Background: an optimization exercise with open tools, aiming at small area. Do not read the settings as production practice.
The RTL was checked by simulation tests, not by an equivalence proof against the original design.
Power and IR drop assume default switching activity.

== v6 ==
Design brick_xu, start of the top module:
module brick_xu (
    input  wire        clk,
    input  wire        rst,
    input  wire [5:0]  op,
    input  wire [1:0]  k,
    input  wire [1:0]  j,
    input  wire [1:0]  align,
    input  wire [5:0]  sh,
    input  wire [31:0] opa,
    input  wire [31:0] opb,
    input  wire [15:0] opc,
    input  wire [11:0] imm,
    input  wire        cvt_en,
    input  wire [1:0]  cvt_k,
    input  wire [2:0]  cvt_fmt,
    input  wire        f_we,
    input  wire [4:0]  f_wdata,
    output reg         x_we,
    output reg  [31:0] x_wdata,
    output reg         cvt_we,
    output reg  [31:0] cvt_data,
    output reg  [4:0]  flags,
    output reg         acc_sat,
    output reg  [1:0]  store_sat
);
Settings: LEC_CHECK=0, ABC_AREA=1, CAP_MARGIN=20, CORE_MARGIN=2, CORE_UTILIZATION=55, SLEW_MARGIN=20; clock period 20.0 ns.
run.sh (not shown) runs the stock make flow with config.mk's settings and CLKGATE_MAP_FILE= SYNTH_SCRIPT=/design/flow/synth_recipe.tcl, a recipe that flattens the netlist after the stock synthesis.
Every stage of v6 finished as expected; the final checks, on the other hand, flagged max-capacitance violations, max-slew violations, which means the layout fails.
The following lists how v7 was set up differently from v6:
Settings: SYNTH_HIERARCHICAL newly set to 1.
==> flow/flow/run.sh (new file) <==
#!/bin/bash
# Own layout flow: the standard ORFS flow, with two changes.
#  1. Synthesis is the standard synthesis script, but ABC maps with an area-oriented
#     script (flow/abc_area.script): a copy of ORFS's scripts folder differs only there.
#  2. The ports get sky130_fd_sc_hd__buf_1 buffers (BUFFER_PORTS_ARGS).
# Every other step is standard.sh unchanged. Each tool's output goes to its own log here.
set -euo pipefail
W=$PWD
rm -rf "$W/own_scripts"
mkdir -p "$W/own_scripts"
cp -r "$FLOW_HOME/scripts/." "$W/own_scripts/"
cp "$W/flow/abc_area.script" "$W/own_scripts/abc_area.script"
bash standard.sh SCRIPTS_DIR="$W/own_scripts" synth > "$W/own_synth.log" 2>&1
bash standard.sh "BUFFER_PORTS_ARGS=-buffer_cell sky130_fd_sc_hd__buf_1" finish > "$W/own_layout.log" 2>&1
==> flow/flow/abc_area.script (new file) <==
strash
&get -n
&st
&dch
&nf -R 1000
&put
==> flow/standard.sh (new file) <==
#!/bin/bash
# synth_recipe.tcl (not shown) runs the flow's synth.tcl, then flattens the netlist and writes it again
# the make line also repeats each setting of config.mk as NAME=value (left out here)
make -C /OpenROAD-flow-scripts/flow DESIGN_CONFIG=/design/flow/config.mk WORK_HOME=/design/flow/orfs CLKGATE_MAP_FILE= SYNTH_SCRIPT=/design/flow/synth_recipe.tcl "${@:-finish}"
removed: flow/run.sh
[summary]
- Going from v6 to v7, simple-gate share of the synthesized area lower, net load switching power climbed about 2.3%, mapped cell area has decreased, final period utilization saw a decrease.
- In v7, the total detailed-routing wirelength came out 79 mm below the value in v6.
- v7 gives more worst setup slack than v6 did.
- Comparing v7 and v6, the higher first-iteration DRC count is on v6.
- v7 has completed all stages; timing, DRC and antenna checks passed.
- Design area: v7 vs v6 down about 10%

---

== P ==
Another version of the RTL of brick_xu (not shown whole).
Size in the first run: about 5600 cells after synthesis, roughly 0.053 mm² of cells after synthesis.
## brick_xu
module brick_xu (
    input  wire        clk,
    input  wire        rst,
    input  wire [5:0]  op,
    input  wire [1:0]  k,
    input  wire [1:0]  j,
    input  wire [1:0]  align,
    input  wire [5:0]  sh,
    input  wire [31:0] opa,
    input  wire [31:0] opb,
    input  wire [15:0] opc,
    input  wire [11:0] imm,
    input  wire        cvt_en,
    input  wire [1:0]  cvt_k,
    input  wire [2:0]  cvt_fmt,
    input  wire        f_we,
    input  wire [4:0]  f_wdata,
    output reg         x_we,
    output reg  [31:0] x_wdata,
    output reg         cvt_we,
    output reg  [31:0] cvt_data,
    output reg  [4:0]  flags,
    output reg         acc_sat,
    output reg  [1:0]  store_sat
);
export LEC_CHECK = 0
export ABC_AREA = 1
export CAP_MARGIN = 20
export CORE_MARGIN = 2
export CORE_UTILIZATION = 50
export CTS_CLUSTER_DIAMETER = 50
export CTS_CLUSTER_SIZE = 25
export SLEW_MARGIN = 20
export SYNTH_HIERARCHICAL = 1
create_clock -name core_clock -period 20.0 [get_ports {clk}]
standard.sh (not shown) runs the stock make flow with config.mk's settings and CLKGATE_MAP_FILE= SYNTH_SCRIPT=/design/flow/synth_recipe.tcl, a recipe that flattens the netlist after the stock synthesis.
==> flow/flow/run.sh <==
#!/bin/bash
# Own layout flow: the standard ORFS flow, with two changes.
#  1. Synthesis is the standard synthesis script, but ABC maps with an area-oriented
#     script (flow/abc_area.script): a copy of ORFS's scripts folder differs only there.
#  2. The ports get sky130_fd_sc_hd__buf_1 buffers (BUFFER_PORTS_ARGS).
# Every other step is standard.sh unchanged. Each tool's output goes to its own log here.
set -euo pipefail
W=$PWD
rm -rf "$W/own_scripts"
mkdir -p "$W/own_scripts"
cp -r "$FLOW_HOME/scripts/." "$W/own_scripts/"
cp "$W/flow/abc_area.script" "$W/own_scripts/abc_area.script"
bash standard.sh SCRIPTS_DIR="$W/own_scripts" synth > "$W/own_synth.log" 2>&1
bash standard.sh "BUFFER_PORTS_ARGS=-buffer_cell sky130_fd_sc_hd__buf_1" finish > "$W/own_layout.log" 2>&1
==> flow/flow/abc_area.script <==
strash
dc2
&get -n
&st
&dch -f
&nf -R 1000 -F 8 -A 4 -C 32 -p
&put
Input changes introduced in T (baseline for comparison: P):
- a change of CORE_UTILIZATION from 50 to 45
- a deleted CTS_CLUSTER_SIZE that had been 25
- a deleted CTS_CLUSTER_DIAMETER that had been 50
Findings:
T: worst ir drop on vdd 12% above P. Delta(worst-case setup slack after placement, T - P) < 0. Cell area after layout was higher in T than in P. Of T and P, it is T that has the lower register-to-register slack. Total of clock buffers placed in the layout came out higher on T than on P. Combinational power across P and T: no real change.

## port drivers added, routing unchanged
The results above use ideal ports. As a check the final layouts listed here were re-extracted and re-timed, cells and wires unchanged.
Step 1: set_driving_cell puts a clkbuf_16 on clk and a buf_2 on each other input, an assumption about the parent block.
Step 2, shift: input delay + t, output delay - t, t = (earliest + latest rising clock arrival at the registers) / 2. This alone moves slack from input paths to output paths.
a / b / c = no drivers / after step 1 / after step 2; a / b = the first two.
run | t (ns) | slack for setup (ns) | hold WS [ns] | clock arrival spread, ns | worst register clock-pin slew, ns
v6 | 0.639 | 0.465 / 0.477 / -0.163 | 0.487 / 0.487 / 0.487 | 0.054 / 0.053 | 0.08 / 0.08
v7 | 0.620 | 1.639 / 1.663 / 1.043 | 0.499 / 0.499 / 0.499 | 0.026 / 0.026 | 0.07 / 0.07
P | 0.613 | 1.842 / 1.876 / 1.263 | 0.489 / 0.489 / 0.489 | 0.026 / 0.026 | 0.10 / 0.10
T | 0.662 | 1.813 / 1.851 / 1.189 | 0.460 / 0.460 / 0.460 | 0.024 / 0.024 | 0.08 / 0.08
The setup slack of v6, which loses most, moves by +0.012 ns with the drivers and by -0.628 ns with both steps.
